This design comes from an exercise in tuning for small area and a short achievable clock period on the open sky130 flow, not from production work. RTL that was checked went through simulation tests only; none was proved equivalent to the original.

Design memi_bch79, start of the top module:
module memi_bch79 (
    input  wire        clk,
    input  wire        rst_n,
    input  wire        enc_valid,
    input  wire [63:0] enc_data,
    output reg         enc_out_valid,
    output reg  [78:0] enc_code,
    input  wire        dec_valid,
    input  wire [78:0] dec_code,
    output reg         dec_out_valid,
    output reg  [63:0] dec_data,
    output reg  [1:0]  dec_status
);
    function [6:0] gf_mul;
        input [6:0] a;
        input [6:0] b;
        integer k;
        reg [6:0] acc;
        reg [6:0] sh;
        begin
            acc = 7'd0;
            sh  = a;
            for (k = 0; k < 7; k = k + 1) begin
                if (b[k]) acc = acc ^ sh;
                sh = {sh[5:0], 1'b0} ^ (sh[6] ? 7'h09 : 7'h00);
            end
            gf_mul = acc;
        end
    endfunction
    wire [13:0] enc_chk;
    wire enc_par;
    wire ex0 = enc_data[17] ^ enc_data[43];
    wire ex1 = enc_data[14] ^ enc_data[3];
    wire ex2 = enc_data[0] ^ enc_data[22];
    wire ex3 = enc_data[13] ^ enc_data[46];
    wire ex4 = enc_data[27] ^ enc_data[33];
    wire ex5 = enc_data[30] ^ enc_data[44];
    wire ex6 = enc_data[1] ^ enc_data[23];
    wire ex7 = enc_data[31] ^ enc_data[47];
    wire ex8 = enc_data[37] ^ enc_data[62];
    wire ex9 = enc_data[2] ^ enc_data[24];
    wire ex10 = enc_data[38] ^ enc_data[63];
    wire ex11 = enc_data[25] ^ enc_data[26];
  ...
export LEC_CHECK = 0
export CAP_MARGIN = 20
export CORE_MARGIN = 2
export CORE_UTILIZATION = 40
export SLEW_MARGIN = 20
create_clock -name core_clock -period 20.0 [get_ports {clk}]
run.sh (not shown) runs the stock make flow with config.mk's settings and CLKGATE_MAP_FILE= SYNTH_SCRIPT=/design/flow/synth_recipe.tcl, a recipe that flattens the netlist after the stock synthesis.
Rerun with:
==> flow/flow/run.sh (new file) <==
#!/bin/bash
# Standard ORFS layout; timing repair is asked to leave a setup margin so that
# the paths are actually optimised, and ports get plain buffers.
set -euo pipefail
bash standard.sh SETUP_SLACK_MARGIN=14.5 "BUFFER_PORTS_ARGS=-buffer_cell sky130_fd_sc_hd__buf_2" finish > orfs_flow.log 2>&1
==> flow/standard.sh (new file) <==
#!/bin/bash
# synth_recipe.tcl (not shown) runs the flow's synth.tcl, then flattens the netlist and writes it again
# the make line also repeats each setting of config.mk as NAME=value (left out here)
make -C /OpenROAD-flow-scripts/flow DESIGN_CONFIG=/design/flow/config.mk WORK_HOME=/design/flow/orfs CLKGATE_MAP_FILE= SYNTH_SCRIPT=/design/flow/synth_recipe.tcl "${@:-finish}"
removed: flow/run.sh
The new run finished with timing, DRC and antenna clean.
Final area rises by 7.8%.
Die area stays the same.
Count of clock-buffer cells in the layout shrinks by 1.
Register-to-register slack gets better by 1.7 ns.
Worst hold slack gets worse by 0.0073 ns.
Global-route usage is higher by 1.9 points.
Wire length grows by 8.3%.
First-iteration DRC count increases by 27%.


## amber
memi_bch79, a different RTL version from the one above (not shown whole).
For scale: ~1900 cells after synthesis, roughly 290 I/O pins, ~17000 µm² of cells after synthesis.
## memi_bch79
module memi_bch79 (
    input  wire        clk,
    input  wire        rst_n,
    input  wire        enc_valid,
    input  wire [63:0] enc_data,
    output reg         enc_out_valid,
    output reg  [78:0] enc_code,
    input  wire        dec_valid,
    input  wire [78:0] dec_code,
    output reg         dec_out_valid,
    output reg  [63:0] dec_data,
    output reg  [1:0]  dec_status
);
clock: 20.0 ns
lec_check: 0
cap_margin: 20
core_margin: 2
core_utilization: 40
slew_margin: 20
standard.sh (not shown) runs the stock make flow with config.mk's settings and CLKGATE_MAP_FILE= SYNTH_SCRIPT=/design/flow/synth_recipe.tcl, a recipe that flattens the netlist after the stock synthesis.
==> flow/flow/run.sh <==
#!/bin/bash
# Standard ORFS layout; timing repair is asked to leave a setup margin so that
# the paths are actually optimised, and ports get plain buffers.
set -euo pipefail
bash standard.sh SETUP_SLACK_MARGIN=14.5 "BUFFER_PORTS_ARGS=-buffer_cell sky130_fd_sc_hd__buf_2" finish > orfs_flow.log 2>&1
amber reached the end of the flow, and the finished layout is clean on the timing, DRC and antenna checks.
Edits applied to the flow inputs when going from amber to indigo:
Settings: changing CORE_UTILIZATION from 40 to 65.
--- a/flow/flow/run.sh
+++ b/flow/flow/run.sh
@@ -4,2 +4,2 @@
 set -euo pipefail
-bash standard.sh SETUP_SLACK_MARGIN=14.5 "BUFFER_PORTS_ARGS=-buffer_cell sky130_fd_sc_hd__buf_2" finish > orfs_flow.log 2>&1
+bash standard.sh SETUP_SLACK_MARGIN=15 "BUFFER_PORTS_ARGS=-buffer_cell sky130_fd_sc_hd__buf_1" finish > orfs_flow.log 2>&1
### Flow results
indigo did not run to completion, as it errored out during 5_1_grt. Worst slack at placement, amber and indigo: lower on indigo. Between amber and indigo, final estimated routing congestion in global placement is lower for amber, indigo comes in above that. Summary of the comparison: placed wire-length estimate after detailed placement is lower in indigo, relative to amber. indigo vs. amber: vertical die dimension dropped 21%; number of clock buffers inserted by TritonCTS lower; fraction of registers with async set/reset flat; number of cells upsized or downsized after cts now larger. In indigo relative to amber, number of cells in the design after placement had gone down by a little under 10%. Effective utilization at floorplan was lower in amber than in indigo. Across both runs, number of placement rows was lower for indigo than for amber.
Changes in lagoon relative to indigo:
Settings: changing CORE_UTILIZATION from 65 to 50.
==> flow/flow/run.sh <==
#!/bin/bash
# The standard ORFS layout (the standard.sh), with two changes:
# timing repair keeps a setup margin, so that paths are optimised well below
# the 20 ns clock, and the ports get plain buffers.
set -euo pipefail
bash standard.sh SETUP_SLACK_MARGIN=14.75 "BUFFER_PORTS_ARGS=-buffer_cell sky130_fd_sc_hd__buf_1"  "CTS_ARGS=-sink_clustering_enable -repair_clock_nets -dont_use_dummy_load -sink_clustering_size 30 -sink_clustering_max_diameter 60" finish > orfs_flow.log 2>&1
--- outcome ---
- Having completed the whole flow, lagoon delivered a layout that passed the timing, DRC and antenna checks.
- Diff lagoon..indigo | buffer levels on the longest clock path | unchanged
- Re I/O pin count: no difference whatsoever between lagoon and indigo.
- As of lagoon, floorplan die width had risen by more than 10% compared to indigo.
- indigo -> lagoon: cell count after placement increased by a few percent
- Looking at initial cell density of the core, lagoon sits 16 points below indigo.
- Compared with indigo, lagoon shows total of cells resized after clock tree synthesis that has gone down by more than half.
- In lagoon relative to indigo, global placer's final weighted congestion had gone down by a few percent.
- Comparing indigo and lagoon, height of the die is higher on lagoon.
- In lagoon relative to indigo, number of buffers added by the clock tree synthesis step had gone down by more than 10%.
- Looking at detailed placer's ending HPWL across both flows, lagoon is the stronger of the two, with indigo trailing.
Function was not checked in any run of this note: the RTL went through the layout flow alone.


Another version of the RTL of memi_bch79 (not shown whole).
Size: about 1,800 cells after synthesis, roughly 290 I/O pins, roughly 0.017 mm2 of cells after synthesis.
==> flow/design.v (excerpt) <==
module memi_bch79 (
    input  wire        clk,
    input  wire        rst_n,
    input  wire        enc_valid,
    input  wire [63:0] enc_data,
    output reg         enc_out_valid,
    output reg  [78:0] enc_code,
    input  wire        dec_valid,
    input  wire [78:0] dec_code,
    output reg         dec_out_valid,
    output reg  [63:0] dec_data,
    output reg  [1:0]  dec_status
);
    function [6:0] gf_mul;
        input [6:0] a;
        input [6:0] b;
        integer k;
        reg [6:0] acc;
        reg [6:0] sh;
        begin
            acc = 7'd0;
            sh  = a;
            for (k = 0; k < 7; k = k + 1) begin
                if (b[k]) acc = acc ^ sh;
                sh = {sh[5:0], 1'b0} ^ (sh[6] ? 7'h09 : 7'h00);
            end
            gf_mul = acc;
        end
    endfunction
    wire [13:0] enc_chk;
    wire enc_par;
    wire ex0 = enc_data[17] ^ enc_data[43];
    wire ex1 = enc_data[14] ^ enc_data[3];
    wire ex2 = enc_data[0] ^ enc_data[22];
    wire ex3 = enc_data[13] ^ enc_data[46];
    wire ex4 = enc_data[27] ^ enc_data[33];
    wire ex5 = enc_data[30] ^ enc_data[44];
    wire ex6 = enc_data[1] ^ enc_data[23];
    wire ex7 = enc_data[31] ^ enc_data[47];
    wire ex8 = enc_data[37] ^ enc_data[62];
    wire ex9 = enc_data[2] ^ enc_data[24];
    wire ex10 = enc_data[38] ^ enc_data[63];
    wire ex11 = enc_data[25] ^ enc_data[26];
    wire ex12 = enc_data[32] ^ enc_data[4];
  ...
==> flow/config.mk <==
export PLATFORM = sky130hd
export DESIGN_NAME = memi_bch79
export DESIGN_NICKNAME = memi_bch79
export VERILOG_FILES = /design/flow/design.v
export SDC_FILE = /design/flow/constraint.sdc
export NUM_CORES = 4
export LEC_CHECK = 0
export CAP_MARGIN = 20
export CORE_MARGIN = 2
export CORE_UTILIZATION = 50
export SLEW_MARGIN = 20
==> flow/constraint.sdc <==
create_clock -name core_clock -period 20.0 [get_ports {clk}]
set_input_delay 4.0000 -clock core_clock [delete_from_list [all_inputs] [get_ports {clk}]]
set_output_delay 4.0000 -clock core_clock [all_outputs]
set_load 0.01 [all_outputs]
==> flow/flow/run.sh <==
#!/bin/bash
# The standard ORFS layout (the standard.sh), with two changes:
# timing repair keeps a setup margin, so that paths are optimised well below
# the 20 ns clock, and the ports get plain buffers.
set -euo pipefail
bash standard.sh SETUP_SLACK_MARGIN=14.6 "BUFFER_PORTS_ARGS=-buffer_cell sky130_fd_sc_hd__buf_1"  "CTS_ARGS=-sink_clustering_enable -repair_clock_nets -dont_use_dummy_load" finish > orfs_flow.log 2>&1
The starting point completed with no timing, DRC or antenna violations.
Rerun with:
==> flow/flow/run.sh (replaced) <==
#!/bin/bash
# The standard ORFS layout (the standard.sh), with two changes:
# timing repair keeps a setup margin, so that paths are optimised well below
# the 20 ns clock, and the ports get plain buffers.
set -euo pipefail
bash standard.sh SETUP_SLACK_MARGIN=14.75 "BUFFER_PORTS_ARGS=-buffer_cell sky130_fd_sc_hd__buf_1"  "CTS_ARGS=-sink_clustering_enable -repair_clock_nets -dont_use_dummy_load -sink_clustering_size 30 -sink_clustering_max_diameter 60" finish > orfs_flow.log 2>&1
Settings changed: PLACE_DENSITY from default to 0.75.
Outcome: Routed wire length decreases by 1.2%; via count climbs by about 1%; non-clock buffer count drops by 1; utilization stays flat; cell count is lower by about 0.56%; worst hold slack improves by 0.020 ns.
Rerun with:
==> flow/flow/run.sh (replaced) <==
#!/bin/bash
# The standard ORFS layout (the standard.sh), with two changes:
# timing repair keeps a setup margin, so that paths are optimised well below
# the 20 ns clock, and the ports get plain buffers.
set -euo pipefail
bash standard.sh SETUP_SLACK_MARGIN=14.6 "BUFFER_PORTS_ARGS=-buffer_cell sky130_fd_sc_hd__buf_1"  finish > orfs_flow.log 2>&1
Settings changed: CORE_UTILIZATION 50 to 57, PLACE_DENSITY 0.75 to default.
=>
- The new run finished with timing, DRC and antenna clean
- worst setup slack degrades by 0.19 ns
- critical path depth decreases by 2
- worst hold slack gains 0.018 ns
- global-route usage grows by 4.7 points
- fmax shrinks by a few percent
- synthesized cell count stays the same
- cell area rose slightly
- routed wire length grows slightly
- core utilization went up by 8.3 points
Rerun with:
--- a/flow/flow/run.sh
+++ b/flow/flow/run.sh
@@ -5,2 +5,2 @@
 set -euo pipefail
-bash standard.sh SETUP_SLACK_MARGIN=14.6 "BUFFER_PORTS_ARGS=-buffer_cell sky130_fd_sc_hd__buf_1"  finish > orfs_flow.log 2>&1
+bash standard.sh SETUP_SLACK_MARGIN=14.85 "BUFFER_PORTS_ARGS=-buffer_cell sky130_fd_sc_hd__buf_1"  "CTS_ARGS=-sink_clustering_enable -repair_clock_nets -dont_use_dummy_load -sink_clustering_size 30 -sink_clustering_max_diameter 60" finish > orfs_flow.log 2>&1
Settings changed: CORE_UTILIZATION 57 to 50, GPL_TIMING_DRIVEN from default to 1.
Via count fell by 2.2%.
Sequential share of layout area fell by 0.67 points.
Core utilization fell by 6.7 points.
Routed wire length barely changes.
Hold slack gets worse by 0.023 ns.
Setup slack gets better by 0.31 ns.
First-iteration DRC count fell by 26%.
Rerun with:
==> flow/flow/run.sh (replaced) <==
#!/bin/bash
# The standard ORFS layout (the standard.sh), with two changes:
# timing repair keeps a setup margin, so that paths are optimised well below
# the 20 ns clock, and the ports get plain buffers.
set -euo pipefail
bash standard.sh SETUP_SLACK_MARGIN=14.6 "BUFFER_PORTS_ARGS=-buffer_cell sky130_fd_sc_hd__buf_1"  "CTS_ARGS=-sink_clustering_enable -repair_clock_nets -dont_use_dummy_load -sink_clustering_size 30 -sink_clustering_max_diameter 60" finish > orfs_flow.log 2>&1
Result: Cell count went down by 0.36%. Count of clock-buffer cells in the layout came out lower by 1. Wire length shrinks by 0.96%. Critical path depth fell by 3. First-iteration DRC count went down by 4.5%. Global-route usage decreases by 0.31 points.

==> port drivers added, routing unchanged <==
The flow's constraints put no driver on any port. The routed layouts listed below were extracted and timed again, unchanged, in two steps. Step 1, drivers: a clkbuf_16 drives clk and a buf_2 each remaining input, both assumed. Step 2 adds t to the input delays and takes it off the output delays; t is the mean of the earliest and latest rising clock arrival at the registers after step 1. Input paths then give back, and output paths get back, about the clock's delay inside the block. Slacks: ideal ports / drivers / drivers and shift; pairs: ideal ports / drivers.
| run | shift t [ns] | setup slack, ns | worst setup path at the end | worst data-port slew with drivers (ns) |
|---|---|---|---|---|
| the first run of note 1 | 0.576 | 11.430 / 11.430 / 11.430 | register to register | 0.06 |
| the second run of note 1 | 0.567 | 13.108 / 13.108 / 13.108 | register to register | 0.04 |
| amber | 0.647 | 14.601 / 14.638 / 13.991 | input to register | 0.06 |
| lagoon | 0.592 | 14.696 / 14.728 / 14.136 | input to register | 0.07 |
| the first run of note 3 | 0.579 | 14.628 / 14.655 / 14.076 | input to register | 0.11 |
| the second run of note 3 | 0.562 | 14.740 / 14.767 / 14.204 | input to register | 0.10 |
| the third run of note 3 | 0.621 | 14.554 / 14.568 / 13.947 | input to register | 0.08 |
| the fourth run of note 3 | 0.597 | 14.863 / 14.841 / 14.288 | input to register | 0.08 |
| the fifth run of note 3 | 0.576 | 14.584 / 14.616 / 14.040 | input to register | 0.10 |
After both steps every run listed still meets setup and hold. For amber, which loses most, drivers alone change the setup slack by +0.037 ns; drivers and shift together by -0.610 ns.
